Source: an optimization exercise on an open RTL-to-GDS flow (aim: small area, a short achievable clock period and few clock cycles per item). Production flows keep margins and buffers that such runs may drop.
At most, simulation tests tie the RTL to the original design; equivalence was not proved.

==> wip/tundra: inputs <==
==> flow/design.v (excerpt) <==
module keyhash (
    input  wire        clk,
    input  wire        rst_n,
    input  wire        req_valid,
    output wire        req_ready,
    input  wire [7:0]  req_ns,
    input  wire [7:0]  req_len,      
    input  wire        key_valid,
    output wire        key_ready,
    input  wire [31:0] key_data,
    output reg         res_valid,
    output wire [63:0] res_hash,
    output wire [15:0] res_fp
);
Settings: LEC_CHECK=0, ABC_CLOCK_PERIOD_IN_PS=4500, CAP_MARGIN=20, CORE_MARGIN=2, CORE_UTILIZATION=40, CTS_CLUSTER_SIZE=25, PLACE_DENSITY=0.6, SLEW_MARGIN=20; clock period 15.0 ns.
standard.sh (not shown) runs the stock make flow with config.mk's settings and CLKGATE_MAP_FILE= SYNTH_SCRIPT=/design/flow/synth_recipe.tcl, a recipe that flattens the netlist after the stock synthesis.
==> flow/flow/run.sh <==
#!/bin/bash
# Standard layout, with timing repair aimed at a 5 ns period (the SDC is unchanged).
set -euo pipefail
bash standard.sh SETUP_SLACK_MARGIN=10 finish > standard_finish.log 2>&1
==> inputs of wip/umber, as changes to wip/tundra <==
==> flow/design.v (replaced) <==
module keyhash (
    input  wire        clk,
    input  wire        rst_n,
    input  wire        req_valid,
    output wire        req_ready,
    input  wire [7:0]  req_ns,
    input  wire [7:0]  req_len,      
    input  wire        key_valid,
    output wire        key_ready,
    input  wire [31:0] key_data,
    output reg         res_valid,
    output wire [63:0] res_hash,
    output wire [15:0] res_fp
);
    localparam [31:0] IV0 = 32'h6a09e667, IV1 = 32'hbb67ae85,
                      IV2 = 32'h3c6ef372, IV3 = 32'ha54ff53a,
                      IV4 = 32'h510e527f, IV5 = 32'h9b05688c,
                      IV6 = 32'h1f83d9ab, IV7 = 32'h5be0cd19;
    reg         run;          
    reg [1:0]   st;           
    reg [5:0]   kc;           
    reg         ld;           
    reg         act;          
    reg         first;        
    reg         last;         
    reg         go;           
    reg [31:0]  a, b, c, d, e, f, g, h;
    reg [31:0]  p;            
    reg [31:0]  W [0:15];     
    reg [31:0]  R  [0:3];     
    reg [31:0]  RE [0:3];     
    reg         fvalid;
    reg [7:0]   fns;
    reg [7:0]   fml;          
    reg [1:0]   fnb;          
    reg [5:0]   fg;           
    reg [5:0]   fkw;          
    reg         kwl;          
    reg         kn;           
    reg [31:0]  ir;           
    reg         irv;
    reg [7:0]   carry;        
    reg [31:0] kk;
    always @(*) begin
        case (kc)
            6'd0:  kk = 32'h428a2f98; 6'd1:  kk = 32'h71374491;
            6'd2:  kk = 32'hb5c0fbcf; 6'd3:  kk = 32'he9b5dba5;
            6'd4:  kk = 32'h3956c25b; 6'd5:  kk = 32'h59f111f1;
            6'd6:  kk = 32'h923f82a4; 6'd7:  kk = 32'hab1c5ed5;
            6'd8:  kk = 32'hd807aa98; 6'd9:  kk = 32'h12835b01;
            6'd10: kk = 32'h243185be; 6'd11: kk = 32'h550c7dc3;
            6'd12: kk = 32'h72be5d74; 6'd13: kk = 32'h80deb1fe;
            6'd14: kk = 32'h9bdc06a7; 6'd15: kk = 32'hc19bf174;
            6'd16: kk = 32'he49b69c1; 6'd17: kk = 32'hefbe4786;
            6'd18: kk = 32'h0fc19dc6; 6'd19: kk = 32'h240ca1cc;
            6'd20: kk = 32'h2de92c6f; 6'd21: kk = 32'h4a7484aa;
            6'd22: kk = 32'h5cb0a9dc; 6'd23: kk = 32'h76f988da;
            6'd24: kk = 32'h983e5152; 6'd25: kk = 32'ha831c66d;
            6'd26: kk = 32'hb00327c8; 6'd27: kk = 32'hbf597fc7;
            6'd28: kk = 32'hc6e00bf3; 6'd29: kk = 32'hd5a79147;
            6'd30: kk = 32'h06ca6351; 6'd31: kk = 32'h14292967;
            6'd32: kk = 32'h27b70a85; 6'd33: kk = 32'h2e1b2138;
            6'd34: kk = 32'h4d2c6dfc; 6'd35: kk = 32'h53380d13;
            6'd36: kk = 32'h650a7354; 6'd37: kk = 32'h766a0abb;
            6'd38: kk = 32'h81c2c92e; 6'd39: kk = 32'h92722c85;
            6'd40: kk = 32'ha2bfe8a1; 6'd41: kk = 32'ha81a664b;
            6'd42: kk = 32'hc24b8b70; 6'd43: kk = 32'hc76c51a3;
            6'd44: kk = 32'hd192e819; 6'd45: kk = 32'hd6990624;
            6'd46: kk = 32'hf40e3585; 6'd47: kk = 32'h106aa070;
            6'd48: kk = 32'h19a4c116; 6'd49: kk = 32'h1e376c08;
            6'd50: kk = 32'h2748774c; 6'd51: kk = 32'h34b0bcb5;
            6'd52: kk = 32'h391c0cb3; 6'd53: kk = 32'h4ed8aa4a;
            6'd54: kk = 32'h5b9cca4f; 6'd55: kk = 32'h682e6ff3;
            6'd56: kk = 32'h748f82ee; 6'd57: kk = 32'h78a5636f;
            6'd58: kk = 32'h84c87814; 6'd59: kk = 32'h8cc70208;
            6'd60: kk = 32'h90befffa; 6'd61: kk = 32'ha4506ceb;
            6'd62: kk = 32'hbef9a3f7; default: kk = 32'hc67178f2;
        endcase
    end
    wire [5:0] mw    = fml[7:2];
    wire [1:0] mb    = fml[1:0];
    wire       w_lt  = (fg < mw);
    wire       w_eq  = (fg == mw);
    wire       w_len = (fg == {fnb, 4'hf});
    wire [5:0] fg1   = fg + 6'd1;
    wire [7:0] b0src = (fg == 6'd0) ? fns : carry;
    reg [31:0] msg;
    integer qq;
    always @(*) begin
        for (qq = 0; qq < 4; qq = qq + 1) begin
            if (w_lt || (w_eq && qq[1:0] < mb))
                msg[31-8*qq -: 8] = (qq == 0) ? b0src : ir[39-8*qq -: 8];
            else if (w_eq && qq[1:0] == mb)
                msg[31-8*qq -: 8] = 8'h80;
            else
                msg[31-8*qq -: 8] = 8'h00;
        end
        if (w_len)
            msg = {16'd0, 5'd0, fml, 3'd0};
    end
    wire s2      = !run && (st == 2'd2);
    wire s3      = !run && (st == 2'd3);
    wire sf      = ld || (s2 && fvalid) || (s3 && go);
    wire consume = sf && kn;              
    wire idle    = !run && (st == 2'd0) && !act && !fvalid;
    wire adv     = !(consume && !irv) && !idle;
    wire nk      = !(act && !last);       
    reg kr, rr;                           
    assign req_ready = rr;
    assign key_ready = kr;
    wire req_hs = req_valid && rr;
    wire key_hs = key_valid && key_ready;
    assign res_hash = {R[3], R[2]};
    assign res_fp   = R[1][31:16];
    function [31:0] rotr(input [31:0] x, input integer n);
        rotr = (x >> n) | (x << (32 - n));
    endfunction
    wire [31:0] S1 = rotr(e, 6) ^ rotr(e, 11) ^ rotr(e, 25);
    wire [31:0] S0 = rotr(a, 2) ^ rotr(a, 13) ^ rotr(a, 22);
    wire [31:0] CH = (e & f) ^ (~e & g);
    wire [31:0] MJ = (a & b) ^ (a & c) ^ (b & c);
    wire [31:0] t_s  = p ^ CH ^ d;
    wire [31:0] t_c  = ((p & CH) | (p & d) | (CH & d)) << 1;
    wire [31:0] x_s  = t_s ^ t_c ^ S1;
    wire [31:0] x_c  = ((t_s & t_c) | (t_s & S1) | (t_c & S1)) << 1;
    wire [31:0] e_n  = x_s + x_c;
    wire [31:0] m_s  = p ^ CH ^ MJ;
    wire [31:0] m_c  = ((p & CH) | (p & MJ) | (CH & MJ)) << 1;
    wire [31:0] u_s  = m_s ^ m_c ^ S1;
    wire [31:0] u_c  = ((m_s & m_c) | (m_s & S1) | (m_c & S1)) << 1;
    wire [31:0] v_s  = u_s ^ u_c ^ S0;
    wire [31:0] v_c  = ((u_s & u_c) | (u_s & S0) | (u_c & S0)) << 1;
    wire [31:0] a_n  = v_s + v_c;
    wire [31:0] w14 = W[14], w1 = W[1];
    wire [31:0] ss1 = rotr(w14, 17) ^ rotr(w14, 19) ^ (w14 >> 10);
    wire [31:0] ss0 = rotr(w1, 7) ^ rotr(w1, 18) ^ (w1 >> 3);
    wire [31:0] wn  = ss1 + W[9] + ss0 + W[0];
    wire [31:0] w_in = sf ? msg : wn;
    wire [31:0] p_n = g + kk + W[15];
    reg [31:0] iva, ive;
    always @(*) begin
        case (st)
            2'd0: begin iva = IV3; ive = IV7; end
            2'd1: begin iva = IV2; ive = IV6; end
            2'd2: begin iva = IV1; ive = IV5; end
            default: begin iva = IV0; ive = IV4; end
        endcase
    end
    wire [31:0] ra = (first ? iva : R[0]) + d;
    wire [31:0] re = (first ? ive : RE[0]) + h;
    integer i;
    always @(posedge clk) begin
        if (adv) begin
            for (i = 0; i < 15; i = i + 1)
                W[i] <= W[i+1];
            W[15] <= w_in;
            p <= p_n;
            if (run) begin
                a <= a_n;
                e <= e_n;
            end else begin
                a <= nk ? iva : ra;
                e <= nk ? ive : re;
                R[0] <= R[1];   R[1] <= R[2];   R[2] <= R[3];   R[3] <= ra;
                RE[0] <= RE[1]; RE[1] <= RE[2]; RE[2] <= RE[3]; RE[3] <= re;
            end
            b <= a; c <= b; d <= c;
            f <= e; g <= f; h <= g;
        end
        if (key_hs)
            ir <= key_data;
        if (adv && consume)
            carry <= ir[7:0];
        if (req_hs) begin
            fns <= req_ns;
            fml <= req_len + 8'd1;
            fnb <= (req_len + 8'd9) >> 6;
        end
    end
    reg       run_n, act_n, ld_n, go_n, fvalid_n, kn_n, kwl_n, irv_n;
    reg [1:0] st_n;
    reg [5:0] fg_n, fkw_n;
    always @(*) begin
        run_n = run; st_n = st; act_n = act; ld_n = ld; go_n = go;
        fvalid_n = fvalid; fg_n = fg; kn_n = kn; fkw_n = fkw; kwl_n = kwl;
        irv_n = irv;
        if (adv) begin
            if (run) begin
                ld_n = (kc < 6'd14) && (kc != 6'd0);
                if (kc == 6'd0) begin
                    run_n = 1'b0;
                    st_n  = 2'd0;
                end
            end else begin
                st_n = st + 2'd1;
                if (s2)
                    go_n = fvalid;
                if (s3) begin
                    act_n = go;
                    run_n = go;
                    ld_n  = go;
                end
            end
        end
        if (req_hs) begin
            fvalid_n = 1'b1;
            fg_n     = 6'd0;
            kn_n     = (req_len != 8'd0);
        end else if (sf && adv) begin
            fg_n = fg1;
            kn_n = ({fg1, 2'b01} < {2'b00, fml});
            if (w_len)
                fvalid_n = 1'b0;
        end
        if (req_hs) begin
            fkw_n = (req_len + 8'd3) >> 2;
            kwl_n = (req_len != 8'd0);
        end else if (key_hs) begin
            fkw_n = fkw - 6'd1;
            kwl_n = (fkw != 6'd1);
        end
        if (key_hs)
            irv_n = 1'b1;
        else if (adv && consume)
            irv_n = 1'b0;
        if (!rst_n) begin
            run_n = 1'b0; st_n = 2'd0; act_n = 1'b0; ld_n = 1'b0;
            fvalid_n = 1'b0; irv_n = 1'b0;
        end
    end
    wire sf_n = ld_n || (!run_n && st_n == 2'd2 && fvalid_n) ||
                (!run_n && st_n == 2'd3 && go_n);
    wire kr_n = fvalid_n && kwl_n && (!irv_n || (sf_n && kn_n));
    always @(posedge clk) begin
        run <= run_n; st <= st_n; act <= act_n; ld <= ld_n; go <= go_n;
        fvalid <= fvalid_n; fg <= fg_n; kn <= kn_n; fkw <= fkw_n;
        kwl <= kwl_n; irv <= irv_n;
        kr <= kr_n;
        rr <= !fvalid_n;
        res_valid <= rst_n && adv && s3 && act && last;
        if (adv) begin
            kc <= run ? kc + 6'd1 : {5'd0, s3};
            if (s3) begin
                first <= (fg[5:4] == 2'd0);
                last  <= (fg[5:4] == fnb);
            end
        end
    end
endmodule
==> flow/config.mk (replaced) <==
export PLATFORM = sky130hd
export DESIGN_NAME = keyhash
export DESIGN_NICKNAME = keyhash
export VERILOG_FILES = /design/flow/design.v
export SDC_FILE = /design/flow/constraint.sdc
export NUM_CORES = 4
export LEC_CHECK = 0
export ABC_CLOCK_PERIOD_IN_PS = 4500
export CAP_MARGIN = 20
export CORE_MARGIN = 2
export CORE_UTILIZATION = 40
export PLACE_DENSITY = 0.6
export SLEW_MARGIN = 20
==> inputs of wip/yarrow, as changes to wip/tundra <==
==> flow/flow/run.sh (replaced) <==
#!/bin/bash
# Standard layout, with timing repair aimed at a 5 ns period (the SDC is unchanged).
set -euo pipefail
bash standard.sh SETUP_SLACK_MARGIN=10.5 finish > standard_finish.log 2>&1
==> flow/config.mk (replaced) <==
export PLATFORM = sky130hd
export DESIGN_NAME = keyhash
export DESIGN_NICKNAME = keyhash
export VERILOG_FILES = /design/flow/design.v
export SDC_FILE = /design/flow/constraint.sdc
export NUM_CORES = 4
export LEC_CHECK = 0
export ABC_CLOCK_PERIOD_IN_PS = 4500
export CAP_MARGIN = 20
export CORE_MARGIN = 2
export CORE_UTILIZATION = 40
export PLACE_DENSITY = 0.6
export SLEW_MARGIN = 20
==> comparison table <==
Routing usage on met3: wip/tundra 0.0546; wip/yarrow 0.0478; wip/umber 0.0419
Seq area share: wip/tundra 0.405; wip/yarrow 0.396; wip/umber 0.494
Total clock buffers created by CTS: wip/tundra 116; wip/yarrow 113; wip/umber 121
Area growth from synthesis to final layout: wip/tundra 17.6%; wip/yarrow 20.9%; wip/umber 18.2%
Fraction of area in multi-input gates: wip/tundra 0.421; wip/yarrow 0.427; wip/umber 0.339
Largest cell class: wip/tundra multi-input combinational cells; wip/yarrow multi-input combinational cells; wip/umber flip-flops and latches
Simple-gate share of the synthesized area: wip/tundra 0.0984; wip/yarrow 0.0984; wip/umber 0.0625
Number of cells on the worst reg-to-reg path: wip/tundra 18; wip/yarrow 19; wip/umber 21
Tapcell count: wip/tundra 1,637; wip/yarrow 1,637; wip/umber 1,917
Routed wire length: wip/tundra 155,000 µm; wip/yarrow 157,000 µm; wip/umber 173,000 µm
Run status: wip/tundra timing/DRC/antenna clean; wip/yarrow timing/DRC/antenna clean; wip/umber timing/DRC/antenna clean
Minimum clock period: wip/tundra 4.87 ns; wip/yarrow 4.78 ns; wip/umber 5.05 ns
Final layout net count: wip/tundra 5,568; wip/yarrow 5,640; wip/umber 5,325
Area post-placement: wip/tundra 0.0533 mm²; wip/yarrow 0.0534 mm²; wip/umber 0.0623 mm²
Capture point of the worst path: wip/tundra a[31]; wip/yarrow a[30]; wip/umber p[27]
FF-to-FF End: wip/tundra a[31]; wip/yarrow a[30]; wip/umber p[27]
Setup slack, reg-to-reg: wip/tundra 10.13 ns; wip/yarrow 10.22 ns; wip/umber 9.95 ns
Period utilisation layout: wip/tundra 0.325; wip/yarrow 0.319; wip/umber 0.337
Top FF cell, synth: wip/tundra sky130_fd_sc_hd__dfxtp_1; wip/yarrow sky130_fd_sc_hd__dfxtp_1; wip/umber sky130_fd_sc_hd__edfxtp_1
Post-synthesis share of cell area spent on xor and xnor gates: wip/tundra 0.0799; wip/yarrow 0.0799; wip/umber 0.0661
Number of core rows: wip/tundra 129; wip/yarrow 129; wip/umber 140
Testbench counts of wip/tundra, summed over its fixed seeds: cycles 236,508, keys 2,400.
Testbench counts of wip/yarrow, summed over its fixed seeds: cycles 236,508, keys 2,400.
The RTL of wip/umber was laid out without a check of its function.

separate check: timing with driven ports:
No port has a modelled driver above. Below, the same layouts with a new extraction and two added sets of constraints. Step 1: set_driving_cell puts a clkbuf_16 on clk and a buf_2 on each other input, an assumption about the parent block. Step 2 times the ports against the registers' clock, not the clock port: input delays grow and output delays shrink by t, the midpoint of the rising clock arrivals with the driver on. Slacks: ideal / step 1 / step 2; pairs: ideal / step 1.
run | shift t [ns] | setup slack, ns | worst hold slack (ns) | clock arrival spread, ns
wip/tundra | 0.818 | 10.127 / 10.127 / 9.480 | 0.273 / 0.273 / 0.273 | 0.079 / 0.079
wip/umber | 0.825 | 9.951 / 9.951 / 9.547 | 0.347 / 0.347 / 0.347 | 0.081 / 0.081
wip/yarrow | 0.803 | 10.216 / 10.216 / 9.911 | 0.289 / 0.289 / 0.289 | 0.088 / 0.087
After both steps setup and hold are still met in every run listed. For wip/tundra, which loses most, drivers alone change the setup slack by 0.000 ns; drivers and shift together by -0.647 ns.
